Source: an optimization exercise on an open RTL-to-GDS flow (aim: small area, a short achievable clock period and few clock cycles per item). Production flows keep margins and buffers that such runs may drop.
Only simulation tests tie the RTL to the original design; equivalence was not proved.

**run.sh**
```bash
#!/bin/bash
# synth_recipe.tcl (not shown) runs the flow's synth.tcl, then flattens the netlist and writes it again
# the make line also repeats each setting of config.mk as NAME=value (left out here)
make -C /OpenROAD-flow-scripts/flow DESIGN_CONFIG=/design/flow/config.mk WORK_HOME=/design/flow/orfs CLKGATE_MAP_FILE= SYNTH_SCRIPT=/design/flow/synth_recipe.tcl finish
```
**design.v**
```verilog
module lim_node (
    input  wire         clk,
    input  wire         rst,         
    input  wire         in_valid,
    output wire         in_ready,
    input  wire [255:0] in_x,        
    input  wire [31:0]  in_thr,      
    input  wire [31:0]  in_kq,       
    output wire         out_valid,
    input  wire         out_ready,
    output wire [255:0] out_y,       
    output wire [31:0]  out_gmin     
);
    localparam [31:0] ONE = 32'h8000_0000;
    localparam [2:0] S_IDLE = 3'd0,
                     S_D0   = 3'd1,
                     S_VIS  = 3'd2,
                     S_P1   = 3'd3,
                     S_CA   = 3'd4,
                     S_CB   = 3'd5;
    localparam [1:0] OP_NONE = 2'd0,
                     OP_CH   = 2'd1,
                     OP_OUT  = 2'd2,
                     OP_LA   = 2'd3;
    wire [30:0] thr_c = (in_thr[31] || in_thr[30:8] == 23'd0) ? 31'd256 : in_thr[30:0];
    reg  [7:0]  loud_c;
    integer k;
    always @* begin
        for (k = 0; k < 8; k = k + 1)
            loud_c[k] = {in_x[32*k +: 31] ^ {31{in_x[32*k+31]}}, in_x[32*k+31]} > {thr_c, 1'b0};
    end
    reg  [30:0] thr_r;
    reg  [31:0] kq_r;
    reg  [7:0]  loud_r;
    always @(posedge clk) begin
        thr_r  <= thr_c;
        kq_r   <= in_kq;
        loud_r <= loud_c;
    end
    reg  [2:0]   state;
    reg  [2:0]   i;                  
    reg  [7:0]   lv;                 
    reg  [31:0]  slot [0:7];         
    reg  [31:0]  xr;                 
    reg          xn;
    reg  [31:0]  x7r;                
    reg  [30:0]  u;                  
    reg  [31:0]  g;                  
    reg  [2:0]   gix;
    reg          gu;                 
    reg  [31:0]  gmin;
    reg          ovalid;
    reg          o7p;                
    reg          o7g;                
    reg  [7:0]   rm;                 
    reg          bz0, bz1;           
    reg          wb0, wb1;           
    reg  [2:0]   ix0, ix1;
    reg  [31:0]  rem0, rem1;
    reg  [31:0]  quo0, quo1;
    reg  [3:0]   cnt0, cnt1;
    reg  [31:0]  xr1;
    reg          xn1;
    reg          mv;
    reg  [30:0]  dm;
    reg  [3:0]   mn;
    reg          mp;                 
    reg  [30:0]  dn;
    reg  [3:0]   dv;
    reg          la_ok;              
    reg  [65:0]  ps, pc;
    reg  [1:0]   m2op;
    reg  [2:0]   m2i;
    wire go = ~(ovalid & ~out_ready);
    assign in_ready  = (state == S_CB) && (i == 3'd6);
    assign out_valid = ovalid;
    assign out_gmin  = gmin;
    genvar gi;
    generate for (gi = 0; gi < 8; gi = gi + 1) begin : g_out
        assign out_y[32*gi +: 32] = slot[gi];
    end endgenerate
    function [3:0] top_bit(input [7:0] m);    
        integer t;
        begin
            top_bit = 4'd0;
            for (t = 0; t < 8; t = t + 1)
                if (m[t]) top_bit = {1'b1, t[2:0]};
        end
    endfunction
    function [33:0] la_m(input [2:0] a, input [3:0] b);
        begin
            case ({a, b})
            {3'd1, 4'd2}: la_m = 34'h200000000;
            {3'd1, 4'd3}: la_m = 34'h155555556;
            {3'd1, 4'd4}: la_m = 34'h100000000;
            {3'd1, 4'd5}: la_m = 34'h0cccccccd;
            {3'd1, 4'd6}: la_m = 34'h0aaaaaaab;
            {3'd1, 4'd7}: la_m = 34'h092492493;
            {3'd1, 4'd8}: la_m = 34'h080000000;
            {3'd2, 4'd3}: la_m = 34'h2aaaaaaab;
            {3'd2, 4'd4}: la_m = 34'h200000000;
            {3'd2, 4'd5}: la_m = 34'h19999999a;
            {3'd2, 4'd6}: la_m = 34'h155555556;
            {3'd2, 4'd7}: la_m = 34'h124924925;
            {3'd2, 4'd8}: la_m = 34'h100000000;
            {3'd3, 4'd4}: la_m = 34'h300000000;
            {3'd3, 4'd5}: la_m = 34'h266666667;
            {3'd3, 4'd6}: la_m = 34'h200000000;
            {3'd3, 4'd7}: la_m = 34'h1b6db6db7;
            {3'd3, 4'd8}: la_m = 34'h180000000;
            {3'd4, 4'd5}: la_m = 34'h333333334;
            {3'd4, 4'd6}: la_m = 34'h2aaaaaaab;
            {3'd4, 4'd7}: la_m = 34'h24924924a;
            {3'd4, 4'd8}: la_m = 34'h200000000;
            {3'd5, 4'd6}: la_m = 34'h355555556;
            {3'd5, 4'd7}: la_m = 34'h2db6db6dc;
            {3'd5, 4'd8}: la_m = 34'h280000000;
            {3'd6, 4'd7}: la_m = 34'h36db6db6e;
            {3'd6, 4'd8}: la_m = 34'h300000000;
            {3'd7, 4'd8}: la_m = 34'h380000000;
            default: la_m = 34'd0;
            endcase
        end
    endfunction
    wire [65:0] m_p  = ps + pc;
    wire [34:0] m_r  = m_p[65:31];
    wire [30:0] m_la = m_p[64:34];
    wire [30:0] ulim  = lv[i] ? slot[i][30:0] : 31'd0;
    wire [65:0] t_lim = ps + pc + ~{4'd0, ulim, 31'd0};
    wire        take_lim = t_lim[65];
    wire [30:0] u_new = take_lim ? ulim : m_r[30:0];
    function [33:0] dstep2(input [31:0] r, input [31:0] d, input dn);    
        reg [32:0] t;
        reg [33:0] df;
        reg [1:0]  q;
        integer s;
        begin
            for (s = 1; s >= 0; s = s - 1) begin
                t  = {r, 1'b0};
                df = {1'b0, t} - {2'b00, d} - {33'd0, dn};
                q[s] = ~df[33];
                r  = q[s] ? df[31:0] : t[31:0];
            end
            dstep2 = {q, r};
        end
    endfunction
    wire [33:0] dv0 = dstep2(rem0, xr, xn);
    wire [33:0] dv1 = dstep2(rem1, xr1, xn1);
    wire        wbs0 = wb0;
    wire        wbs1 = wb1 & ~wb0;
    wire        fr0  = ~bz0 & (~wb0 | wbs0);
    wire        fr1  = ~bz1 & (~wb1 | wbs1);
    wire [3:0]  top_rm = top_bit(rm);
    wire        ld0  = (state == S_P1) && (rm != 8'd0) && fr0;
    wire        ld1  = (state == S_P1) && (rm != 8'd0) && !fr0 && fr1;
    wire [2:0]  wbi  = wbs0 ? ix0 : ix1;
    wire [31:0] wbq  = wbs0 ? quo0 : quo1;
    wire [30:0] wbu  = ~wbq[31:1] + 31'd1;               
    wire        p1_done = (rm == 8'd0) && !bz0 && !bz1 && !wb0 && !wb1;
    wire [30:0] ur_i  = ulim;                            
    wire        use_c = mv && (m_la > ur_i);
    wire [30:0] ul_v  = use_c ? m_la : ur_i;
    wire        newm  = (ur_i > u) && (i != 3'd0);       
    wire [30:0] d_i   = ur_i - u;                        
    wire        more  = mv || newm;
    wire [3:0]  nxt_loud = top_bit(loud_r & ((8'd1 << i) - 8'd1));
    wire [2:0]  ni    = more ? (i - 3'd1) : nxt_loud[2:0];
    wire        ndone = (i == 3'd0) || (!more && !nxt_loud[3]);
    wire        vis   = (state == S_VIS);
    wire        fin   = vis && (!mv || la_ok) && !mp;
    wire        la_now  = vis && !fin && mv && !la_ok && !mp;           
    wire        la_next = fin && !ndone && mv && !newm;                  
    wire [3:0]  top = top_bit(loud_r);
    wire        d0q = (state == S_D0) && !top[3];
    wire [2:0]  x_idx = (state == S_D0) ? top[2:0] : (state == S_P1) ? top_rm[2:0] : i;
    wire [31:0] x_s   = in_x[32*x_idx +: 32];
    wire [34:0] cmp_l = dn * mn;
    wire [34:0] cmp_r = dm * dv;
    wire better = ~mv || (cmp_l > cmp_r);
    wire        l7 = o7p && o7g && (state == S_IDLE || state == S_P1 ||
                                    (state == S_CB && i == 3'd0));
    reg  [1:0]  op1;
    always @* begin
        case (state)
        S_IDLE:  op1 = l7 ? OP_OUT : OP_NONE;
        S_D0:    op1 = d0q ? OP_CH : OP_NONE;
        S_P1:    op1 = l7 ? OP_OUT : OP_NONE;
        S_CA:    op1 = OP_CH;
        S_CB:    op1 = (i != 3'd0 || l7) ? OP_OUT : OP_NONE;
        S_VIS:   op1 = (la_now || la_next) ? OP_LA : OP_NONE;
        default: op1 = OP_NONE;
        endcase
    end
    wire        sel_la  = (state == S_VIS);
    wire        sel_out = (state == S_IDLE) || (state == S_CB) || (state == S_P1);
    wire [2:0]  la_j = fin ? (i - 3'd1) : i;
    wire [34:0] m_a = sel_la  ? {1'b0, la_m(la_j + 3'd1, mn)}
                    : sel_out ? {3'b000, g} : {3'b000, kq_r};
    wire [31:0] m_b = sel_la  ? {1'b0, dm}
                    : sel_out ? xr : {1'b0, u};
    wire        m_n = ~sel_la & ~sel_out;
    wire [67:0] m_k = sel_la  ? {3'b000, u, 34'd0}
                    : sel_out ? {37'd0, {31{xr[31]}}} : {6'd0, u, {31{1'b1}}};
    wire [67:0] cs_s, cs_c;
    booth_cs u_mul (.a(m_a), .b(m_b), .negb(m_n), .k(m_k), .s(cs_s), .c(cs_c));
    always @(posedge clk) begin
        if (rst) begin
            state  <= S_IDLE;
            u      <= 31'd0;
            ovalid <= 1'b0;
            o7p    <= 1'b0;
            o7g    <= 1'b0;
            gu     <= 1'b0;
            mp     <= 1'b0;
            m2op   <= OP_NONE;
        end else begin
            if (ovalid && out_ready)
                ovalid <= 1'b0;
            if (go) begin
                ps   <= cs_s[65:0];
                pc   <= cs_c[65:0];
                m2op <= op1;
                m2i  <= l7 ? 3'd7 : i - 3'd1;
                gu   <= 1'b0;
                if (gu)
                    gmin <= (gix == 3'd0 || g < gmin) ? g : gmin;
                if (l7) begin
                    o7p <= 1'b0;
                    o7g <= 1'b0;
                end
                if (m2op == OP_OUT) begin
                    slot[m2i] <= m_r[31:0];
                    if (m2i == 3'd7)
                        ovalid <= 1'b1;
                end
                if (mp) begin
                    mp <= 1'b0;
                    if (better) begin
                        mv <= 1'b1;
                        dm <= dn;
                        mn <= dv;
                    end
                end
                if (op1 == OP_LA)
                    la_ok <= 1'b1;
                case (state)
                S_IDLE: begin
                    if (o7p && !o7g) begin
                        g   <= ONE - {1'b0, u};
                        gix <= 3'd7;
                        gu  <= 1'b1;
                        o7g <= 1'b1;
                    end
                    lv     <= 8'd0;
                    mv     <= 1'b0;
                    la_ok  <= 1'b0;
                    bz0    <= 1'b0;
                    bz1    <= 1'b0;
                    wb0    <= 1'b0;
                    wb1    <= 1'b0;
                    if (in_valid)
                        state <= S_D0;
                end
                S_D0: begin
                    if (o7p && !o7g) begin
                        g   <= ONE - {1'b0, u};
                        gix <= 3'd7;
                        gu  <= 1'b1;
                        o7g <= 1'b1;
                    end
                    if (top[3]) begin
                        i     <= top[2:0];
                        xr1   <= x_s ^ {32{x_s[31]}};
                        xn1   <= x_s[31];
                        rem1  <= {1'b0, thr_r};
                        cnt1  <= 4'd15;
                        ix1   <= top[2:0];
                        bz1   <= 1'b1;
                        rm    <= loud_r & ~(8'd1 << top[2:0]);
                        state <= S_P1;
                    end else begin
                        i     <= 3'd0;
                        state <= S_CB;
                    end
                end
                S_P1: begin
                    if (bz0) begin
                        rem0 <= dv0[31:0];
                        quo0 <= {quo0[29:0], dv0[33:32]};
                        cnt0 <= cnt0 - 4'd1;
                        if (cnt0 == 4'd0) begin
                            bz0 <= 1'b0;
                            wb0 <= 1'b1;
                        end
                    end
                    if (bz1) begin
                        rem1 <= dv1[31:0];
                        quo1 <= {quo1[29:0], dv1[33:32]};
                        cnt1 <= cnt1 - 4'd1;
                        if (cnt1 == 4'd0) begin
                            bz1 <= 1'b0;
                            wb1 <= 1'b1;
                        end
                    end
                    if (wbs0 || wbs1) begin
                        slot[wbi] <= {1'b0, wbu};
                        lv[wbi]   <= 1'b1;
                    end
                    if (wbs0) wb0 <= 1'b0;
                    if (wbs1) wb1 <= 1'b0;
                    if (ld0) begin
                        xr   <= x_s ^ {32{x_s[31]}};
                        xn   <= x_s[31];
                        rem0 <= {1'b0, thr_r};
                        cnt0 <= 4'd15;
                        ix0  <= top_rm[2:0];
                        bz0  <= 1'b1;
                        rm   <= rm & ~(8'd1 << top_rm[2:0]);
                    end
                    if (ld1) begin
                        xr1  <= x_s ^ {32{x_s[31]}};
                        xn1  <= x_s[31];
                        rem1 <= {1'b0, thr_r};
                        cnt1 <= 4'd15;
                        ix1  <= top_rm[2:0];
                        bz1  <= 1'b1;
                        rm   <= rm & ~(8'd1 << top_rm[2:0]);
                    end
                    if (p1_done)
                        state <= S_VIS;
                end
                S_VIS: begin
                    if (fin) begin
                        slot[i] <= {1'b0, ul_v};
                        if (use_c)
                            lv[i] <= 1'b1;
                        if (newm) begin
                            mp <= 1'b1;
                            dn <= d_i;
                            dv <= {1'b0, i} + 4'd1;
                        end
                        la_ok  <= la_next;
                        if (ndone) begin
                            i     <= 3'd0;
                            state <= S_CA;
                        end else begin
                            i <= ni;
                        end
                    end
                end
                S_CA: begin
                    if (i != 3'd0) begin
                        g   <= ONE - {1'b0, u};
                        gix <= i - 3'd1;
                        gu  <= 1'b1;
                    end
                    state <= S_CB;
                end
                S_CB: begin
                    u  <= u_new;
                    xr <= (i == 3'd7) ? x7r : x_s;
                    if (i == 3'd6)
                        x7r <= in_x[255:224];
                    if (i == 3'd7) begin
                        o7p    <= 1'b1;
                        lv     <= 8'd0;
                        mv     <= 1'b0;
                        la_ok  <= 1'b0;
                        bz0    <= 1'b0;
                        bz1    <= 1'b0;
                        wb0    <= 1'b0;
                        wb1    <= 1'b0;
                        state  <= in_valid ? S_D0 : S_IDLE;
                    end else begin
                        i     <= i + 3'd1;
                        state <= S_CA;
                    end
                end
                default: state <= S_IDLE;
                endcase
            end
        end
    end
endmodule
module booth_cs (
    input  wire [34:0] a,
    input  wire [31:0] b,
    input  wire        negb,
    input  wire [67:0] k,
    output wire [67:0] s,
    output wire [67:0] c
);
    wire [32:0] bx = {b, 1'b0};
    wire [35:0] a1 = {a[34], a};
    wire [35:0] a2 = {a, 1'b0};
    wire [2:0]  t0 = bx[2:0];
    wire        o0 = t0[0] ^ t0[1];
    wire        w0 = (t0 == 3'b011) | (t0 == 3'b100);
    wire        n0 = (t0[2] & ~(t0[1] & t0[0])) ^ negb;
    wire [35:0] m0 = ((o0 ? a1 : 36'd0) | (w0 ? a2 : 36'd0)) ^ {36{n0}};
    wire [2:0]  t1 = bx[4:2];
    wire        o1 = t1[0] ^ t1[1];
    wire        w1 = (t1 == 3'b011) | (t1 == 3'b100);
    wire        n1 = (t1[2] & ~(t1[1] & t1[0])) ^ negb;
    wire [35:0] m1 = ((o1 ? a1 : 36'd0) | (w1 ? a2 : 36'd0)) ^ {36{n1}};
    wire [2:0]  t2 = bx[6:4];
    wire        o2 = t2[0] ^ t2[1];
    wire        w2 = (t2 == 3'b011) | (t2 == 3'b100);
    wire        n2 = (t2[2] & ~(t2[1] & t2[0])) ^ negb;
    wire [35:0] m2 = ((o2 ? a1 : 36'd0) | (w2 ? a2 : 36'd0)) ^ {36{n2}};
    wire [2:0]  t3 = bx[8:6];
    wire        o3 = t3[0] ^ t3[1];
    wire        w3 = (t3 == 3'b011) | (t3 == 3'b100);
    wire        n3 = (t3[2] & ~(t3[1] & t3[0])) ^ negb;
    wire [35:0] m3 = ((o3 ? a1 : 36'd0) | (w3 ? a2 : 36'd0)) ^ {36{n3}};
    wire [2:0]  t4 = bx[10:8];
    wire        o4 = t4[0] ^ t4[1];
    wire        w4 = (t4 == 3'b011) | (t4 == 3'b100);
    wire        n4 = (t4[2] & ~(t4[1] & t4[0])) ^ negb;
    wire [35:0] m4 = ((o4 ? a1 : 36'd0) | (w4 ? a2 : 36'd0)) ^ {36{n4}};
    wire [2:0]  t5 = bx[12:10];
    wire        o5 = t5[0] ^ t5[1];
    wire        w5 = (t5 == 3'b011) | (t5 == 3'b100);
    wire        n5 = (t5[2] & ~(t5[1] & t5[0])) ^ negb;
    wire [35:0] m5 = ((o5 ? a1 : 36'd0) | (w5 ? a2 : 36'd0)) ^ {36{n5}};
    wire [2:0]  t6 = bx[14:12];
    wire        o6 = t6[0] ^ t6[1];
    wire        w6 = (t6 == 3'b011) | (t6 == 3'b100);
    wire        n6 = (t6[2] & ~(t6[1] & t6[0])) ^ negb;
    wire [35:0] m6 = ((o6 ? a1 : 36'd0) | (w6 ? a2 : 36'd0)) ^ {36{n6}};
    wire [2:0]  t7 = bx[16:14];
    wire        o7 = t7[0] ^ t7[1];
    wire        w7 = (t7 == 3'b011) | (t7 == 3'b100);
    wire        n7 = (t7[2] & ~(t7[1] & t7[0])) ^ negb;
    wire [35:0] m7 = ((o7 ? a1 : 36'd0) | (w7 ? a2 : 36'd0)) ^ {36{n7}};
    wire [2:0]  t8 = bx[18:16];
    wire        o8 = t8[0] ^ t8[1];
    wire        w8 = (t8 == 3'b011) | (t8 == 3'b100);
    wire        n8 = (t8[2] & ~(t8[1] & t8[0])) ^ negb;
    wire [35:0] m8 = ((o8 ? a1 : 36'd0) | (w8 ? a2 : 36'd0)) ^ {36{n8}};
    wire [2:0]  t9 = bx[20:18];
    wire        o9 = t9[0] ^ t9[1];
    wire        w9 = (t9 == 3'b011) | (t9 == 3'b100);
    wire        n9 = (t9[2] & ~(t9[1] & t9[0])) ^ negb;
    wire [35:0] m9 = ((o9 ? a1 : 36'd0) | (w9 ? a2 : 36'd0)) ^ {36{n9}};
    wire [2:0]  t10 = bx[22:20];
    wire        o10 = t10[0] ^ t10[1];
    wire        w10 = (t10 == 3'b011) | (t10 == 3'b100);
    wire        n10 = (t10[2] & ~(t10[1] & t10[0])) ^ negb;
    wire [35:0] m10 = ((o10 ? a1 : 36'd0) | (w10 ? a2 : 36'd0)) ^ {36{n10}};
    wire [2:0]  t11 = bx[24:22];
    wire        o11 = t11[0] ^ t11[1];
    wire        w11 = (t11 == 3'b011) | (t11 == 3'b100);
    wire        n11 = (t11[2] & ~(t11[1] & t11[0])) ^ negb;
    wire [35:0] m11 = ((o11 ? a1 : 36'd0) | (w11 ? a2 : 36'd0)) ^ {36{n11}};
    wire [2:0]  t12 = bx[26:24];
    wire        o12 = t12[0] ^ t12[1];
    wire        w12 = (t12 == 3'b011) | (t12 == 3'b100);
    wire        n12 = (t12[2] & ~(t12[1] & t12[0])) ^ negb;
    wire [35:0] m12 = ((o12 ? a1 : 36'd0) | (w12 ? a2 : 36'd0)) ^ {36{n12}};
    wire [2:0]  t13 = bx[28:26];
    wire        o13 = t13[0] ^ t13[1];
    wire        w13 = (t13 == 3'b011) | (t13 == 3'b100);
    wire        n13 = (t13[2] & ~(t13[1] & t13[0])) ^ negb;
    wire [35:0] m13 = ((o13 ? a1 : 36'd0) | (w13 ? a2 : 36'd0)) ^ {36{n13}};
    wire [2:0]  t14 = bx[30:28];
    wire        o14 = t14[0] ^ t14[1];
    wire        w14 = (t14 == 3'b011) | (t14 == 3'b100);
    wire        n14 = (t14[2] & ~(t14[1] & t14[0])) ^ negb;
    wire [35:0] m14 = ((o14 ? a1 : 36'd0) | (w14 ? a2 : 36'd0)) ^ {36{n14}};
    wire [2:0]  t15 = bx[32:30];
    wire        o15 = t15[0] ^ t15[1];
    wire        w15 = (t15 == 3'b011) | (t15 == 3'b100);
    wire        n15 = (t15[2] & ~(t15[1] & t15[0])) ^ negb;
    wire [35:0] m15 = ((o15 ? a1 : 36'd0) | (w15 ? a2 : 36'd0)) ^ {36{n15}};
    wire [67:0] r0 = {1'b0, 1'b0, 1'b0, 1'b0, 1'b0, 1'b0, 1'b0, 1'b0, 1'b0, 1'b0, 1'b0, 1'b0, 1'b0, 1'b0, 1'b0, 1'b0, 1'b0, 1'b0, 1'b0, 1'b0, 1'b0, 1'b0, 1'b0, 1'b0, 1'b0, 1'b0, 1'b0, 1'b0, 1'b0, 1'b0, 1'b0, 1'b0, ~m0[35], m0[34], m0[33], m0[32], m0[31], m0[30], m0[29], m0[28], m0[27], m0[26], m0[25], m0[24], m0[23], m0[22], m0[21], m0[20], m0[19], m0[18], m0[17], m0[16], m0[15], m0[14], m0[13], m0[12], m0[11], m0[10], m0[9], m0[8], m0[7], m0[6], m0[5], m0[4], m0[3], m0[2], m0[1], m0[0]};
    wire [67:0] r1 = {1'b0, 1'b0, 1'b0, 1'b0, 1'b0, 1'b0, 1'b0, 1'b0, 1'b0, 1'b0, 1'b0, 1'b0, 1'b0, 1'b0, 1'b0, 1'b0, 1'b0, 1'b0, 1'b0, 1'b0, 1'b0, 1'b0, 1'b0, 1'b0, 1'b0, 1'b0, 1'b0, 1'b0, 1'b0, 1'b0, ~m1[35], m1[34], m1[33], m1[32], m1[31], m1[30], m1[29], m1[28], m1[27], m1[26], m1[25], m1[24], m1[23], m1[22], m1[21], m1[20], m1[19], m1[18], m1[17], m1[16], m1[15], m1[14], m1[13], m1[12], m1[11], m1[10], m1[9], m1[8], m1[7], m1[6], m1[5], m1[4], m1[3], m1[2], m1[1], m1[0], 1'b0, n0};
    wire [67:0] r2 = {1'b0, 1'b0, 1'b0, 1'b0, 1'b0, 1'b0, 1'b0, 1'b0, 1'b0, 1'b0, 1'b0, 1'b0, 1'b0, 1'b0, 1'b0, 1'b0, 1'b0, 1'b0, 1'b0, 1'b0, 1'b0, 1'b0, 1'b0, 1'b0, 1'b0, 1'b0, 1'b0, 1'b0, ~m2[35], m2[34], m2[33], m2[32], m2[31], m2[30], m2[29], m2[28], m2[27], m2[26], m2[25], m2[24], m2[23], m2[22], m2[21], m2[20], m2[19], m2[18], m2[17], m2[16], m2[15], m2[14], m2[13], m2[12], m2[11], m2[10], m2[9], m2[8], m2[7], m2[6], m2[5], m2[4], m2[3], m2[2], m2[1], m2[0], 1'b0, n1, 1'b0, 1'b0};
    wire [67:0] r3 = {1'b0, 1'b0, 1'b0, 1'b0, 1'b0, 1'b0, 1'b0, 1'b0, 1'b0, 1'b0, 1'b0, 1'b0, 1'b0, 1'b0, 1'b0, 1'b0, 1'b0, 1'b0, 1'b0, 1'b0, 1'b0, 1'b0, 1'b0, 1'b0, 1'b0, 1'b0, ~m3[35], m3[34], m3[33], m3[32], m3[31], m3[30], m3[29], m3[28], m3[27], m3[26], m3[25], m3[24], m3[23], m3[22], m3[21], m3[20], m3[19], m3[18], m3[17], m3[16], m3[15], m3[14], m3[13], m3[12], m3[11], m3[10], m3[9], m3[8], m3[7], m3[6], m3[5], m3[4], m3[3], m3[2], m3[1], m3[0], 1'b0, n2, 1'b0, 1'b0, 1'b0, 1'b0};
    wire [67:0] r4 = {1'b0, 1'b0, 1'b0, 1'b0, 1'b0, 1'b0, 1'b0, 1'b0, 1'b0, 1'b0, 1'b0, 1'b0, 1'b0, 1'b0, 1'b0, 1'b0, 1'b0, 1'b0, 1'b0, 1'b0, 1'b0, 1'b0, 1'b0, 1'b0, ~m4[35], m4[34], m4[33], m4[32], m4[31], m4[30], m4[29], m4[28], m4[27], m4[26], m4[25], m4[24], m4[23], m4[22], m4[21], m4[20], m4[19], m4[18], m4[17], m4[16], m4[15], m4[14], m4[13], m4[12], m4[11], m4[10], m4[9], m4[8], m4[7], m4[6], m4[5], m4[4], m4[3], m4[2], m4[1], m4[0], 1'b0, n3, 1'b0, 1'b0, 1'b0, 1'b0, 1'b0, 1'b0};
    wire [67:0] r5 = {1'b0, 1'b0, 1'b0, 1'b0, 1'b0, 1'b0, 1'b0, 1'b0, 1'b0, 1'b0, 1'b0, 1'b0, 1'b0, 1'b0, 1'b0, 1'b0, 1'b0, 1'b0, 1'b0, 1'b0, 1'b0, 1'b0, ~m5[35], m5[34], m5[33], m5[32], m5[31], m5[30], m5[29], m5[28], m5[27], m5[26], m5[25], m5[24], m5[23], m5[22], m5[21], m5[20], m5[19], m5[18], m5[17], m5[16], m5[15], m5[14], m5[13], m5[12], m5[11], m5[10], m5[9], m5[8], m5[7], m5[6], m5[5], m5[4], m5[3], m5[2], m5[1], m5[0], 1'b0, n4, 1'b0, 1'b0, 1'b0, 1'b0, 1'b0, 1'b0, 1'b0, 1'b0};
    wire [67:0] r6 = {1'b0, 1'b0, 1'b0, 1'b0, 1'b0, 1'b0, 1'b0, 1'b0, 1'b0, 1'b0, 1'b0, 1'b0, 1'b0, 1'b0, 1'b0, 1'b0, 1'b0, 1'b0, 1'b0, 1'b0, ~m6[35], m6[34], m6[33], m6[32], m6[31], m6[30], m6[29], m6[28], m6[27], m6[26], m6[25], m6[24], m6[23], m6[22], m6[21], m6[20], m6[19], m6[18], m6[17], m6[16], m6[15], m6[14], m6[13], m6[12], m6[11], m6[10], m6[9], m6[8], m6[7], m6[6], m6[5], m6[4], m6[3], m6[2], m6[1], m6[0], 1'b0, n5, 1'b0, 1'b0, 1'b0, 1'b0, 1'b0, 1'b0, 1'b0, 1'b0, 1'b0, 1'b0};
    wire [67:0] r7 = {1'b0, 1'b0, 1'b0, 1'b0, 1'b0, 1'b0, 1'b0, 1'b0, 1'b0, 1'b0, 1'b0, 1'b0, 1'b0, 1'b0, 1'b0, 1'b0, 1'b0, 1'b0, ~m7[35], m7[34], m7[33], m7[32], m7[31], m7[30], m7[29], m7[28], m7[27], m7[26], m7[25], m7[24], m7[23], m7[22], m7[21], m7[20], m7[19], m7[18], m7[17], m7[16], m7[15], m7[14], m7[13], m7[12], m7[11], m7[10], m7[9], m7[8], m7[7], m7[6], m7[5], m7[4], m7[3], m7[2], m7[1], m7[0], 1'b0, n6, 1'b0, 1'b0, 1'b0, 1'b0, 1'b0, 1'b0, 1'b0, 1'b0, 1'b0, 1'b0, 1'b0, 1'b0};
    wire [67:0] r8 = {1'b0, 1'b0, 1'b0, 1'b0, 1'b0, 1'b0, 1'b0, 1'b0, 1'b0, 1'b0, 1'b0, 1'b0, 1'b0, 1'b0, 1'b0, 1'b0, ~m8[35], m8[34], m8[33], m8[32], m8[31], m8[30], m8[29], m8[28], m8[27], m8[26], m8[25], m8[24], m8[23], m8[22], m8[21], m8[20], m8[19], m8[18], m8[17], m8[16], m8[15], m8[14], m8[13], m8[12], m8[11], m8[10], m8[9], m8[8], m8[7], m8[6], m8[5], m8[4], m8[3], m8[2], m8[1], m8[0], 1'b0, n7, 1'b0, 1'b0, 1'b0, 1'b0, 1'b0, 1'b0, 1'b0, 1'b0, 1'b0, 1'b0, 1'b0, 1'b0, 1'b0, 1'b0};
    wire [67:0] r9 = {1'b0, 1'b0, 1'b0, 1'b0, 1'b0, 1'b0, 1'b0, 1'b0, 1'b0, 1'b0, 1'b0, 1'b0, 1'b0, 1'b0, ~m9[35], m9[34], m9[33], m9[32], m9[31], m9[30], m9[29], m9[28], m9[27], m9[26], m9[25], m9[24], m9[23], m9[22], m9[21], m9[20], m9[19], m9[18], m9[17], m9[16], m9[15], m9[14], m9[13], m9[12], m9[11], m9[10], m9[9], m9[8], m9[7], m9[6], m9[5], m9[4], m9[3], m9[2], m9[1], m9[0], 1'b0, n8, 1'b0, 1'b0, 1'b0, 1'b0, 1'b0, 1'b0, 1'b0, 1'b0, 1'b0, 1'b0, 1'b0, 1'b0, 1'b0, 1'b0, 1'b0, 1'b0};
    wire [67:0] r10 = {1'b0, 1'b0, 1'b0, 1'b0, 1'b0, 1'b0, 1'b0, 1'b0, 1'b0, 1'b0, 1'b0, 1'b0, ~m10[35], m10[34], m10[33], m10[32], m10[31], m10[30], m10[29], m10[28], m10[27], m10[26], m10[25], m10[24], m10[23], m10[22], m10[21], m10[20], m10[19], m10[18], m10[17], m10[16], m10[15], m10[14], m10[13], m10[12], m10[11], m10[10], m10[9], m10[8], m10[7], m10[6], m10[5], m10[4], m10[3], m10[2], m10[1], m10[0], 1'b0, n9, 1'b0, 1'b0, 1'b0, 1'b0, 1'b0, 1'b0, 1'b0, 1'b0, 1'b0, 1'b0, 1'b0, 1'b0, 1'b0, 1'b0, 1'b0, 1'b0, 1'b0, 1'b0};
    wire [67:0] r11 = {1'b0, 1'b0, 1'b0, 1'b0, 1'b0, 1'b0, 1'b0, 1'b0, 1'b0, 1'b0, ~m11[35], m11[34], m11[33], m11[32], m11[31], m11[30], m11[29], m11[28], m11[27], m11[26], m11[25], m11[24], m11[23], m11[22], m11[21], m11[20], m11[19], m11[18], m11[17], m11[16], m11[15], m11[14], m11[13], m11[12], m11[11], m11[10], m11[9], m11[8], m11[7], m11[6], m11[5], m11[4], m11[3], m11[2], m11[1], m11[0], 1'b0, n10, 1'b0, 1'b0, 1'b0, 1'b0, 1'b0, 1'b0, 1'b0, 1'b0, 1'b0, 1'b0, 1'b0, 1'b0, 1'b0, 1'b0, 1'b0, 1'b0, 1'b0, 1'b0, 1'b0, 1'b0};
    wire [67:0] r12 = {1'b0, 1'b0, 1'b0, 1'b0, 1'b0, 1'b0, 1'b0, 1'b0, ~m12[35], m12[34], m12[33], m12[32], m12[31], m12[30], m12[29], m12[28], m12[27], m12[26], m12[25], m12[24], m12[23], m12[22], m12[21], m12[20], m12[19], m12[18], m12[17], m12[16], m12[15], m12[14], m12[13], m12[12], m12[11], m12[10], m12[9], m12[8], m12[7], m12[6], m12[5], m12[4], m12[3], m12[2], m12[1], m12[0], 1'b0, n11, 1'b0, 1'b0, 1'b0, 1'b0, 1'b0, 1'b0, 1'b0, 1'b0, 1'b0, 1'b0, 1'b0, 1'b0, 1'b0, 1'b0, 1'b0, 1'b0, 1'b0, 1'b0, 1'b0, 1'b0, 1'b0, 1'b0};
    wire [67:0] r13 = {1'b0, 1'b0, 1'b0, 1'b0, 1'b0, 1'b0, ~m13[35], m13[34], m13[33], m13[32], m13[31], m13[30], m13[29], m13[28], m13[27], m13[26], m13[25], m13[24], m13[23], m13[22], m13[21], m13[20], m13[19], m13[18], m13[17], m13[16], m13[15], m13[14], m13[13], m13[12], m13[11], m13[10], m13[9], m13[8], m13[7], m13[6], m13[5], m13[4], m13[3], m13[2], m13[1], m13[0], 1'b0, n12, 1'b0, 1'b0, 1'b0, 1'b0, 1'b0, 1'b0, 1'b0, 1'b0, 1'b0, 1'b0, 1'b0, 1'b0, 1'b0, 1'b0, 1'b0, 1'b0, 1'b0, 1'b0, 1'b0, 1'b0, 1'b0, 1'b0, 1'b0, 1'b0};
    wire [67:0] r14 = {1'b0, 1'b0, 1'b0, 1'b0, ~m14[35], m14[34], m14[33], m14[32], m14[31], m14[30], m14[29], m14[28], m14[27], m14[26], m14[25], m14[24], m14[23], m14[22], m14[21], m14[20], m14[19], m14[18], m14[17], m14[16], m14[15], m14[14], m14[13], m14[12], m14[11], m14[10], m14[9], m14[8], m14[7], m14[6], m14[5], m14[4], m14[3], m14[2], m14[1], m14[0], 1'b0, n13, 1'b0, 1'b0, 1'b0, 1'b0, 1'b0, 1'b0, 1'b0, 1'b0, 1'b0, 1'b0, 1'b0, 1'b0, 1'b0, 1'b0, 1'b0, 1'b0, 1'b0, 1'b0, 1'b0, 1'b0, 1'b0, 1'b0, 1'b0, 1'b0, 1'b0, 1'b0};
    wire [67:0] r15 = {1'b0, 1'b0, ~m15[35], m15[34], m15[33], m15[32], m15[31], m15[30], m15[29], m15[28], m15[27], m15[26], m15[25], m15[24], m15[23], m15[22], m15[21], m15[20], m15[19], m15[18], m15[17], m15[16], m15[15], m15[14], m15[13], m15[12], m15[11], m15[10], m15[9], m15[8], m15[7], m15[6], m15[5], m15[4], m15[3], m15[2], m15[1], m15[0], 1'b0, n14, 1'b0, 1'b0, 1'b0, 1'b0, 1'b0, 1'b0, 1'b0, 1'b0, 1'b0, 1'b0, 1'b0, 1'b0, 1'b0, 1'b0, 1'b0, 1'b0, 1'b0, 1'b0, 1'b0, 1'b0, 1'b0, 1'b0, 1'b0, 1'b0, 1'b0, 1'b0, 1'b0, 1'b0};
    wire [67:0] rk = {1'b1, 1'b1, 1'b0, 1'b1, 1'b0, 1'b1, 1'b0, 1'b1, 1'b0, 1'b1, 1'b0, 1'b1, 1'b0, 1'b1, 1'b0, 1'b1, 1'b0, 1'b1, 1'b0, 1'b1, 1'b0, 1'b1, 1'b0, 1'b1, 1'b0, 1'b1, 1'b0, 1'b1, 1'b0, 1'b1, 1'b0, 1'b1, 1'b1, 1'b0, 1'b0, 1'b0, 1'b0, n15, 1'b0, 1'b0, 1'b0, 1'b0, 1'b0, 1'b0, 1'b0, 1'b0, 1'b0, 1'b0, 1'b0, 1'b0, 1'b0, 1'b0, 1'b0, 1'b0, 1'b0, 1'b0, 1'b0, 1'b0, 1'b0, 1'b0, 1'b0, 1'b0, 1'b0, 1'b0, 1'b0, 1'b0, 1'b0, 1'b0};
    wire [67:0] l0s0 = r0 ^ r1 ^ r2;
    wire [67:0] l0c0 = {((r0 & r1) | (r0 & r2) | (r1 & r2))} << 1;
    wire [67:0] l0s1 = r3 ^ r4 ^ r5;
    wire [67:0] l0c1 = {((r3 & r4) | (r3 & r5) | (r4 & r5))} << 1;
    wire [67:0] l0s2 = r6 ^ r7 ^ r8;
    wire [67:0] l0c2 = {((r6 & r7) | (r6 & r8) | (r7 & r8))} << 1;
    wire [67:0] l0s3 = r9 ^ r10 ^ r11;
    wire [67:0] l0c3 = {((r9 & r10) | (r9 & r11) | (r10 & r11))} << 1;
    wire [67:0] l0s4 = r12 ^ r13 ^ r14;
    wire [67:0] l0c4 = {((r12 & r13) | (r12 & r14) | (r13 & r14))} << 1;
    wire [67:0] l0s5 = r15 ^ rk ^ k;
    wire [67:0] l0c5 = {((r15 & rk) | (r15 & k) | (rk & k))} << 1;
    wire [67:0] l1s0 = l0s0 ^ l0c0 ^ l0s1;
    wire [67:0] l1c0 = {((l0s0 & l0c0) | (l0s0 & l0s1) | (l0c0 & l0s1))} << 1;
    wire [67:0] l1s1 = l0c1 ^ l0s2 ^ l0c2;
    wire [67:0] l1c1 = {((l0c1 & l0s2) | (l0c1 & l0c2) | (l0s2 & l0c2))} << 1;
    wire [67:0] l1s2 = l0s3 ^ l0c3 ^ l0s4;
    wire [67:0] l1c2 = {((l0s3 & l0c3) | (l0s3 & l0s4) | (l0c3 & l0s4))} << 1;
    wire [67:0] l1s3 = l0c4 ^ l0s5 ^ l0c5;
    wire [67:0] l1c3 = {((l0c4 & l0s5) | (l0c4 & l0c5) | (l0s5 & l0c5))} << 1;
    wire [67:0] l2s0 = l1s0 ^ l1c0 ^ l1s1;
    wire [67:0] l2c0 = {((l1s0 & l1c0) | (l1s0 & l1s1) | (l1c0 & l1s1))} << 1;
    wire [67:0] l2s1 = l1c1 ^ l1s2 ^ l1c2;
    wire [67:0] l2c1 = {((l1c1 & l1s2) | (l1c1 & l1c2) | (l1s2 & l1c2))} << 1;
    wire [67:0] l3s0 = l2s0 ^ l2c0 ^ l2s1;
    wire [67:0] l3c0 = {((l2s0 & l2c0) | (l2s0 & l2s1) | (l2c0 & l2s1))} << 1;
    wire [67:0] l3s1 = l2c1 ^ l1s3 ^ l1c3;
    wire [67:0] l3c1 = {((l2c1 & l1s3) | (l2c1 & l1c3) | (l1s3 & l1c3))} << 1;
    wire [67:0] l4s0 = l3s0 ^ l3c0 ^ l3s1;
    wire [67:0] l4c0 = {((l3s0 & l3c0) | (l3s0 & l3s1) | (l3c0 & l3s1))} << 1;
    wire [67:0] l5s0 = l4s0 ^ l4c0 ^ l3c1;
    wire [67:0] l5c0 = {((l4s0 & l4c0) | (l4s0 & l3c1) | (l4c0 & l3c1))} << 1;
    assign s = l5s0;
    assign c = l5c0;
endmodule
```
**constraint.sdc**
```tcl
create_clock -name core_clock -period 17.0 [get_ports {clk}]
set_input_delay 3.4000 -clock core_clock [delete_from_list [all_inputs] [get_ports {clk}]]
set_output_delay 3.4000 -clock core_clock [all_outputs]
set_load 0.01 [all_outputs]
```
**config.mk**
```make
export PLATFORM = sky130hd
export DESIGN_NAME = lim_node
export DESIGN_NICKNAME = lim_node
export VERILOG_FILES = /design/flow/design.v
export SDC_FILE = /design/flow/constraint.sdc
export NUM_CORES = 4
export LEC_CHECK = 0
export CAP_MARGIN = 20
export CORE_MARGIN = 2
export CORE_UTILIZATION = 60
export PLACE_DENSITY = 0.72
export SLEW_MARGIN = 20
export SYNTH_MEMORY_MAX_BITS = 8192
```
==> results.yml, run 1 <==
yosys:
  syn_nets: 12800
  synth_area_um2: 102000
  synthFlopType: "edfxtp_1"
  ys_top_cells_by_area: "edfxtp_1 (23%), fa_1 (13%), ha_1 (12%)"
  synth_top_area_share_pct: 23.0
  avgSynthCellArea_um2: 9.37
  synth_cell_types: 104
  synth-seq-area-share_pct: 25.5
  synth_top_area_cell: "edfxtp_1"
  ys_ff_latch: 905
  ys_warn_count: 1
  syn_inst: 10900
  synth-edff-count: 782
  async_flop_share_pct: 0
floorplanning:
  coreArea_um2: 169000
  num_rows: 151
  floorplan.initialDensity_pct: 60.3
  die_w_um: 416
  dieArea_um2: 173000
  die_h_um: 416
  top_level_ports: 614
drt:
  drtAntennaViolNets: 0
  vias_per_cell: 6.67
  dr.pass1.iters: 9
  finalWirelength_um: 403000
  drc: 0
  drt_iter0_drc: 12600
  vias: 89900
  wl_per_cell_um: 29.9
sta:
  slew_viol_final: 0
  layout_min_cycle_time_ns: 9.41
  fin_crit_sh_pct: 55.3
  fmax_mhz: 106
  relSlewSlack_pct: 17.1
  finalHoldViolCount: 0
  worst_pin_slew_ns: 1.24
  rsz0062_at_grt: "false"
  hold_ws_ns: 0.431
  setup_violations: 0
  fin_tns_setup_ns: 0
  fin_skew_ns: 0.0767
global_routing:
  antenna_found_initial: 32
  grt_use_total_pct: 45.3
  grt_max_degree: 75
  grt_pass1_vias: 88200
  grt_pass1_wl_um: 581000
  gr-total-overflow: 0
cells_and_area:
  largest-register: "slot"
  drive_above_1_share_pct: 6.53
  largest_reg_flops: 256
  final_cells: 13500
  area_growth_pct: 11.8
  nets: 13100
  fill_cells: 13500
  reg.largest.list: "slot (256), ps (66), pc (64)"
clock_tree:
  cts_buffer_depth: 3
  post_cts_resized: 0
  holdBufCountCts: 0
  clk_latency_ns: 0.81
  cts-root-buf: "clkbuf_16"
  cts_tree: "done"
  clock-sinks: 905
  cts.htree.levels: 3
  clk_pin_slew_ns: 0.07
  postCtsSetupBuffers: 0
  cts_buffers: 102
worst_setup_path:
  cp_max_fo: 59
  crit_required_ns: 17.56
  worstSetupStartpointType: "flop"
  crit_type: "flop to flop"
  slowest_delay_ns: 0.90
  cp_slowest_cell: "a31oi_2"
  end_kind: "flop"
  cpMostUsedCell: "fa_1"
  cp_data_arrival_time_ns: 9.97
job:
  cap_violations: 0
min_path:
  hold_path_class: "flop to flop"
placement:
  numPortBuffers: 613
  place_inst: 13300
  dpl.hpwl_um: 304000
  routabilityCongestion: 1.07
run_status:
  status: "no timing/DRC/antenna violations"
-- Yosys cell counts (36+ instances only) --
master / n
a31oi_1: 69
fa_1: 638
xor2_1: 430
ha_1: 1005
nand4_1: 117
nor3_1: 120
nand2_1: 709
clkbuf_1: 489
a21o_2: 36
xnor2_1: 722
and3_1: 36
nand2b_1: 108
dfxtp_1: 123
inv_1: 1388
buf_1: 100
edfxtp_1: 782
mux4_2: 64
a22oi_1: 529
a21o_1: 206
nor2_1: 450
nor2b_1: 160
o21a_1: 59
or2_2: 50
o21bai_1: 42
mux2i_1: 340
a21oi_1: 564
and2_1: 190
o31ai_1: 62
nand3_1: 116
o22ai_1: 242
a211oi_1: 38
o21ai_0: 361
-- final timing paths --
| path | to | startpoint | slack, ns | cells after the start |
|---|---|---|---|---|
| setup / recovery | ps[20]$_DFFE_PP_ | state[2]$_SDFFE_PP0P_ | 7.59 | 28 |
| hold / removal | quo1[2]$_DFFE_PP_ | quo1[0]$_DFFE_PP_ | 0.43 | 0 |
| setup reg to reg | ps[20]$_DFFE_PP_ | state[2]$_SDFFE_PP0P_ | 7.59 | 28 |
| hold reg to reg | quo1[2]$_DFFE_PP_ | quo1[0]$_DFFE_PP_ | 0.43 | 0 |
-- metrics by stage --
stage	util [%]	setup WS, ns	area, µm²
floorplan	-	6.55	102000
global placement	65.1	7.94	110000
detailed placement	65.2	7.83	110000
CTS	67.4	7.82	114000
global route	67.4	7.16	114000
finish	67.4	7.59	114000
-- critical path: cells and delay by family (launching register included) --
family / cells / cell delay (ns)
AOI/OAI and AO/OA: 5 / 1.62
buffers and inverters: 9 / 1.82
adders and majority gates: 7 / 3.68
xor gates and xnor gates: 1 / 0.19
DFF: 1 / 0.54
and+or+nand+nor: 6 / 1.26
-- layout by cell type, fill, tap and decap left out, types with 120 or more instances in the layout --
master           count
xor2_1             430
mux2i_1            337
o22ai_1            242
o21ai_0            354
buf_4              192
fa_1               638
and2_1             189
edfxtp_1           782
nor2b_1            160
nand2_1            700
a22oi_1            529
a21o_1             205
ha_1               990
a21oi_1            559
dfxtp_1            120
xnor2_1            707
clkdlybuf4s50_1    604
inv_1             1387
nor2_1             444
-- routing by layer --
metal / vias to the layer above / share of wire (%) / global-route usage [%]
met5: - / 0.10 / 0.972
met4: 26 / 8.3 / 30.5
met3: 1504 / 13 / 14.7
met2: 6737 / 42 / 66.6
met1: 43200 / 36 / 56.8
li1: 38400 / - / -
-- layout make-up --
class | count | area (µm²) | area share, %
multi-input combinational | 7935 | 68700 | 60.3
sequential | 905 | 26000 | 22.8
timing repair buffer | 808 | 7590 | 6.66
inverter | 1398 | 5250 | 4.61
clock buffer | 132 | 2830 | 2.48
tap | 2218 | 2780 | 2.43
clock inverter | 62 | 871 | 0.764
antenna | 14 | 35.0 | 0.0307
-- cell families after synthesis --
| logic type | share of synthesized area (%) |
|---|---|
| AND/OR/NAND/NOR | 10.4 |
| XOR/XNOR | 9.93 |
| other | 0.00368 |
| multiplexers | 5.05 |
| buffers and inverters | 7.82 |
| AO/OA/AOI/OAI | 16.5 |
| flip-flops | 25.5 |
| adder cells (fa/ha/maj) | 24.9 |
Testbench counts, summed over its fixed seeds: cycles 45,340, blocks 1,600.
==> inputs of run 2 (changes only) <==
--- a/config.mk
+++ b/config.mk
@@ -6,4 +6,5 @@
 export NUM_CORES = 4
 export LEC_CHECK = 0
+export ABC_AREA = 1
 export CAP_MARGIN = 20
 export CORE_MARGIN = 2
==> run 2 against run 1 <==
Final cell count is 17% higher. Still clean on timing, DRC and antenna. Cell area is 1.1% higher. Wire length is 7.8% higher. Synthesized cell count is 20% higher. Register-to-register slack better by 0.05 ns. First-iteration DRC count is 18% higher. Sequential share of layout area is 0.24 points lower. Critical path depth is 1 higher. Synthesized area is 1.6% higher. Worst hold slack worse by 0.048 ns.
==> results.yml, run 2 <==
cells_and_area:
  reg.largest.list: "slot (256), ps (66), pc (64)"
  mostFrequentLayoutCells: "nand2_1 (2262), inv_1 (2189), ha_1 (1005)"
  largest_reg_flops: 256
  largest-register: "slot"
  fill_cells: 14100
  nets: 15300
  drive_above_1_share_pct: 4.68
  final_cells: 15700
  finalInstanceArea_um2: 115000
  area_growth_pct: 11.3
  final_common_cell: "nand2_1"
clock_tree:
  cts_buffers: 102
  cts_buffer_depth: 3
  holdBufCountCts: 0
  clk_latency_ns: 0.82
  clock-sinks: 905
  postCtsSetupBuffers: 0
  post_cts_resized: 0
  cts.htree.levels: 3
  cts_tree: "done"
  cts-root-buf: "clkbuf_16"
  clk_pin_slew_ns: 0.06
global_routing:
  antenna_found_initial: 22
  grt_pass1_vias: 95500
  gr-total-overflow: 0
  grt_use_total_pct: 48.1
  grt_max_degree: 82
  grt_pass1_wl_um: 621000
yosys:
  synth_top_area_share_pct: 22.7
  async_flop_share_pct: 0
  syn_nets: 15000
  syn_inst: 13000
  avgSynthCellArea_um2: 7.95
  synth-seq-area-share_pct: 25.1
  synth_cell_types: 81
  synth_common_cells: "nand2_1 (2279), inv_1 (2191), ha_1 (1005)"
  ys_top_cells_by_area: "edfxtp_1 (23%), fa_1 (12%), ha_1 (12%)"
  ys_ff_latch: 905
  synth-edff-count: 782
  synth.most_common_cell: "nand2_1"
  ys_warn_count: 1
  synthFlopType: "edfxtp_1"
  synth_area_um2: 103000
  synth_top_area_cell: "edfxtp_1"
sta:
  finalHoldViolCount: 0
  layout_min_cycle_time_ns: 9.35
  rsz0062_at_grt: "false"
  setup_violations: 0
  slew_viol_final: 0
  worst_pin_slew_ns: 1.33
  fin_crit_sh_pct: 55.0
  relSlewSlack_pct: 11.1
  fmax_mhz: 107
  fin_tns_setup_ns: 0
  fin_skew_ns: 0.123
worst_setup_path:
  cp_max_fo: 40
  ff2ff_setup_slack_ns: 7.65
  worstSetupStartpointType: "flop"
  cp_slowest_cell: "buf_4"
  crit_required_ns: 17.46
  cp_data_arrival_time_ns: 9.82
  crit_type: "flop to flop"
  slowest_delay_ns: 0.75
  end_kind: "flop"
placement:
  numPortBuffers: 613
  dpl.hpwl_um: 331000
  place_inst: 15500
  routabilityCongestion: 1.10
  placed_cell_area_um2: 111000
floorplanning:
  num_rows: 152
  die_h_um: 419
  die_w_um: 419
  top_level_ports: 614
  floorplan.initialDensity_pct: 60.3
  dieArea_um2: 176000
  coreArea_um2: 172000
drt:
  dr.pass1.iters: 13
  vias_per_cell: 6.39
  drc: 0
  drt_iter0_drc: 14800
  drtAntennaViolNets: 0
  vias: 101000
  finalWirelength_um: 434000
  wl_per_cell_um: 27.6
job:
  cap_violations: 0
run_status:
  status: "no timing/DRC/antenna violations"
min_path:
  hold_path_class: "flop to flop"
==> run 2: cell types whose count changed in the layout (fill, tap and decap cells not counted), moves of 309 or more <==
cell / before / now
o21ai_0: 354 / 715
xor2_1: 430 / 955
mux2i_1: 337 / 6
xnor2_1: 707 / 122
nor2_1: 444 / 859
nand2_1: 700 / 2262
inv_1: 1387 / 2189
o22ai_1: 242 / 713
a22oi_1: 529 / 18
nand3_1: 114 / 423
==> run 2: metrics by stage <==
stage	setup slack (ns)	hold WS [ns]	utilization (%)
CTS	7.95	0.374	67.0
floorplan	4.18	0.400	-
global route	7.58	0.380	67.1
finish	7.65	0.383	67.2
global placement	8.06	0.403	64.9
detailed placement	7.98	0.405	64.9
==> run 2: cell type report <==
cell class	instances	area, µm²	area share, %
Clock inverter	59	721	0.626
Timing Repair Buffer	771	7410	6.43
Tap cell	2310	2890	2.51
Inverter	2281	8570	7.44
Clock buffer	133	2830	2.46
Multi-Input combinational cell	9242	66700	57.9
Sequential cell	905	26000	22.5
Antenna cell	39	97.6	0.0847
==> run 2: worst paths after layout <==
check / startpoint / to / cells after the start
worst max-delay path: state[1]$_SDFFE_PP0P_ / ps[20]$_DFFE_PP_ / 29
worst min register to register: quo0[0]$_DFFE_PP_ / quo0[2]$_DFFE_PP_ / 0
worst min-delay path: quo0[0]$_DFFE_PP_ / quo0[2]$_DFFE_PP_ / 0
worst max register to register: state[1]$_SDFFE_PP0P_ / ps[20]$_DFFE_PP_ / 29
==> run 2: layer usage <==
layer / track usage [%] / part of all wire (%) / vias up
met4: 40.9 / 11 / 16
met5: 0.695 / 0.051 / -
met3: 15.7 / 14 / 2089
li1: - / - / 43400
met2: 71.2 / 42 / 7925
met1: 56.5 / 34 / 47100
==> run 2: cells by family (layout without fill, tap and decap cells) <==
| family | count (synthesis) | in the layout | synth area share, % |
|---|---|---|---|
| AO/OA/AOI/OAI | 2520 | 2520 | 14.1 |
| XOR/XNOR | 1091 | 1091 | 9.37 |
| adder cells (fa/ha/maj) | 1643 | 1643 | 24.5 |
| buffers and inverters | 2873 | 3244 | 10.8 |
| flip-flops | 905 | 905 | 25.1 |
| multiplexers | 38 | 38 | 0.405 |
| other | 1 | 40 | 0.00362 |
| AND/OR/NAND/NOR | 3949 | 3949 | 15.8 |
==> run 2: worst max-delay path, delay by kind of cell (launching register included) <==
kind	cells	cell delay, ns
AOI/OAI and AO/OA	1	0.07
xor gates and xnor gates	2	0.82
buffers and inverters	12	2.67
and+or+nand+nor	7	1.48
adders and majority gates	7	3.37
DFF	1	0.53
==> inputs of run 3 (changes only) <==
--- a/design.v
+++ b/design.v
@@ -127,6 +127,5 @@
     wire [30:0] m_la = m_p[64:34];
     wire [30:0] ulim  = lv[i] ? slot[i][30:0] : 31'd0;
-    wire [65:0] t_lim = ps + pc + ~{4'd0, ulim, 31'd0};
-    wire        take_lim = t_lim[65];
+    wire        take_lim = m_r[34] | ({4'b0000, ulim} > m_r);    
     wire [30:0] u_new = take_lim ? ulim : m_r[30:0];
     function [33:0] dstep2(input [31:0] r, input [31:0] d, input dn);    
@@ -197,7 +196,23 @@
     wire [34:0] m_a = sel_la  ? {1'b0, la_m(la_j + 3'd1, mn)}
                     : sel_out ? {3'b000, g} : {3'b000, kq_r};
-    wire [31:0] m_b = sel_la  ? {1'b0, dm}
-                    : sel_out ? xr : {1'b0, u};
-    wire        m_n = ~sel_la & ~sel_out;
+    reg  [31:0] mb;
+    reg         nb;
+    wire [30:0] dm_next = (mp && better) ? dn : dm;
+    reg  [31:0] mb_next;
+    reg         nb_next;
+    always @* begin
+        mb_next = xr;
+        nb_next = 1'b0;
+        case (state)
+        S_IDLE: if (in_valid) begin mb_next = {1'b0, u}; nb_next = 1'b1; end
+        S_P1:   if (p1_done) mb_next = {1'b0, dm_next};
+        S_VIS:  if (fin && ndone) begin mb_next = {1'b0, u}; nb_next = 1'b1; end
+                else mb_next = {1'b0, dm_next};
+        S_CB:   begin mb_next = {1'b0, u_new}; nb_next = 1'b1; end
+        default: ;
+        endcase
+    end
+    wire [31:0] m_b = mb;
+    wire        m_n = nb;
     wire [67:0] m_k = sel_la  ? {3'b000, u, 34'd0}
                     : sel_out ? {37'd0, {31{xr[31]}}} : {6'd0, u, {31{1'b1}}};
@@ -221,4 +236,6 @@
                 pc   <= cs_c[65:0];
                 m2op <= op1;
+                mb   <= mb_next;
+                nb   <= nb_next;
                 m2i  <= l7 ? 3'd7 : i - 3'd1;
                 gu   <= 1'b0;
--- a/config.mk
+++ b/config.mk
@@ -6,5 +6,4 @@
 export NUM_CORES = 4
 export LEC_CHECK = 0
-export ABC_AREA = 1
 export CAP_MARGIN = 20
 export CORE_MARGIN = 2
==> run 3 against run 2 <==
Still clean. Flip-flop and latch count is 31 higher. Maximum frequency fell by 4.9%. Final cell count shrank 15%. Register-to-register slack worse by 0.49 ns. Utilization up 0.47 points.
==> results.yml, run 3 <==
floorplanning:
  die_w_um: 416
  num_rows: 151
  dieArea_um2: 173000
  coreArea_um2: 169000
  die_h_um: 416
  floorplan.initialDensity_pct: 60.3
  top_level_ports: 614
drt:
  dr.pass1.iters: 8
  drt_iter0_drc: 12500
  vias: 90000
  vias_per_cell: 6.75
  drc: 0
  finalWirelength_um: 409000
  wl_per_cell_um: 30.7
  drtAntennaViolNets: 0
yosys:
  synthFlopType: "edfxtp_1"
  synth_top_area_cell: "edfxtp_1"
  ys_top_cells_by_area: "edfxtp_1 (24%), fa_1 (13%), ha_1 (12%)"
  synth-edff-count: 813
  synth_top_area_share_pct: 23.9
  syn_nets: 12700
  synth.most_common_cell: "inv_1"
  synth-seq-area-share_pct: 26.4
  synth_common_cells: "inv_1 (1300), ha_1 (1002), edfxtp_1 (813)"
  synth_cell_types: 94
  ys_ff_latch: 936
  syn_inst: 10700
  synth_area_um2: 102000
  avgSynthCellArea_um2: 9.50
  ys_warn_count: 1
  async_flop_share_pct: 0
placement:
  routabilityCongestion: 1.05
  dpl.hpwl_um: 303000
  post-place-ws_ns: 7.35
  numPortBuffers: 613
clock_tree:
  cts_buffer_depth: 3
  clk_pin_slew_ns: 0.07
  clk_latency_ns: 0.83
  cts-root-buf: "clkbuf_16"
  cts.htree.levels: 3
  postCtsSetupBuffers: 0
  clock-sinks: 936
  holdBufCountCts: 0
  post_cts_resized: 0
  cts_buffers: 107
  cts_tree: "done"
worst_setup_path:
  crit_type: "flop to flop"
  end_kind: "flop"
  crit_required_ns: 17.51
  cp_max_fo: 32
  cp_data_arrival_time_ns: 10.35
  worstSetupStartpointType: "flop"
sta:
  finalHoldViolCount: 0
  fin_tns_setup_ns: 0
  fin_crit_sh_pct: 57.9
  layout_min_cycle_time_ns: 9.84
  setup_violations: 0
  fin_skew_ns: 0.130
  rsz0062_at_grt: "false"
  fmax_mhz: 102
  worst_pin_slew_ns: 1.22
  slew_viol_final: 0
  relSlewSlack_pct: 18.2
  setup_ws_ns: 7.16
cells_and_area:
  drive_above_1_share_pct: 6.27
  largest_reg_flops: 256
  final_common_cell: "inv_1"
  reg.largest.list: "slot (256), pc (64), ps (64)"
  area_growth_pct: 12.2
  mostFrequentLayoutCells: "inv_1 (1298), ha_1 (990), edfxtp_1 (813)"
  nets: 13000
  largest-register: "slot"
global_routing:
  grt_max_degree: 122
  grt_pass1_vias: 89600
  grt_pass1_wl_um: 592000
  gr-total-overflow: 0
  antenna_found_initial: 40
  grt_use_total_pct: 46.3
min_path:
  hold_path_class: "flop to flop"
job:
  cap_violations: 0
run_status:
  status: "no timing/DRC/antenna violations"
-- run 3: changes by cell type in the layout (fill, tap and decap cells not counted), sizes merged, moves of 413 or more --
cell	change
xor2	-486
o21ai	-413
o22ai	-465
a22oi	+501
xnor2	+571
nand2	-1671
inv	-944
nor2	-461
-- run 3: critical path, cell delays in order (launching register included) --
cell      delay, ns
dfxtp_1        0.82
or3b_4         0.52
nor3_2         0.14
xnor2_1        0.50
buf_4          0.35
inv_2          0.22
ha_1           0.89
inv_1          0.40
o31ai_2        0.56
a21oi_1        0.12
o21ai_0        0.62
a21boi_2       0.26
buf_4          0.49
a22oi_1        0.20
xnor2_1        0.19
fa_1           0.58
inv_1          0.06
fa_1           0.52
inv_1          0.05
fa_1           0.50
inv_1          0.06
fa_1           0.46
fa_1           0.53
inv_1          0.06
fa_1           0.44
-- run 3: path summary, 6_finish.rpt --
kind	slack (ns)	endpoint	from	depth (start not counted)
max	7.16	ps[46]$_DFFE_PP_	state[2]$_SDFFE_PP0P_	24
min reg2reg	0.42	quo1[2]$_DFFE_PP_	quo1[0]$_DFFE_PP_	0
min	0.42	quo1[2]$_DFFE_PP_	quo1[0]$_DFFE_PP_	0
max reg2reg	7.16	ps[46]$_DFFE_PP_	state[2]$_SDFFE_PP0P_	24
-- run 3: layout make-up --
type / instances / area [µm²]
Multi-Input combinational cell: 7825 / 68200
Timing Repair Buffer: 825 / 7740
Antenna cell: 27 / 67.6
Clock inverter: 61 / 810
Inverter: 1311 / 4930
Sequential cell: 936 / 26900
Clock buffer: 139 / 2920
Fill cell: 13300 / 54700
Tap cell: 2218 / 2780
-- run 3: stage by stage --
stage | util (%) | cells | hold slack, ns | area (µm²)
2_1_floorplan | - | 10700 | 0.400 | 102000
3_3_place_gp | 65.3 | 13100 | 0.414 | 110000
3_5_place_dp | 65.3 | 13100 | 0.406 | 110000
4_1_cts | 67.5 | 13300 | 0.421 | 114000
5_1_grt | 67.6 | 13300 | 0.440 | 114000
6_report | 67.6 | 13300 | 0.425 | 114000
-- run 3: cells by family after synthesis --
logic type	Yosys count	synth area share, %
fa+ha+maj	1639	24.8
compound gates	2508	16.1
flops	936	26.4
simple gates	2011	9.59
other cells	1	0.00368
mux	490	5.69
buf+inv	1970	7.34
xor+xnor	1176	10.1
-- run 3: layer usage --
layer	vias to the layer above	track usage (%)	wire length, µm
li1	38100	-	-
met5	-	1.25	483
met1	43200	54.2	140000
met3	1942	15.6	53600
met4	32	37.8	42500
met2	6667	68.9	173000
Testbench counts of run 3, summed over its fixed seeds: cycles 45,340, blocks 1,600.

-- separate check: timing with driven ports --
In the flow no input, the clock included, has a driving cell. The finished layouts below were timed again as built, in two steps.
Step 1, drivers: a clkbuf_16 drives clk and a buf_2 each remaining input, both assumed.
Step 2 adds t to the input delays and takes it off the output delays; t is the mean of the earliest and latest rising clock arrival at the registers after step 1. Input paths then give back, and output paths get back, about the clock's delay inside the block.
a / b / c = ideal / step 1 / step 2; a / b = the first two.
run | shift t [ns] | setup WS [ns] | latest minus earliest clock arrival (ns) | cell pins on the clock port's net
run 1 | 0.881 | 7.591 / 7.591 / 7.591 | 0.089 / 0.090 | 1
run 2 | 0.861 | 7.645 / 7.645 / 7.645 | 0.123 / 0.123 | 1
run 3 | 0.859 | 7.160 / 7.160 / 7.126 | 0.130 / 0.130 | 1
After both steps every run listed still meets setup and hold. For run 3, which loses most, drivers alone change the setup slack by 0.000 ns; drivers and shift together by -0.034 ns.
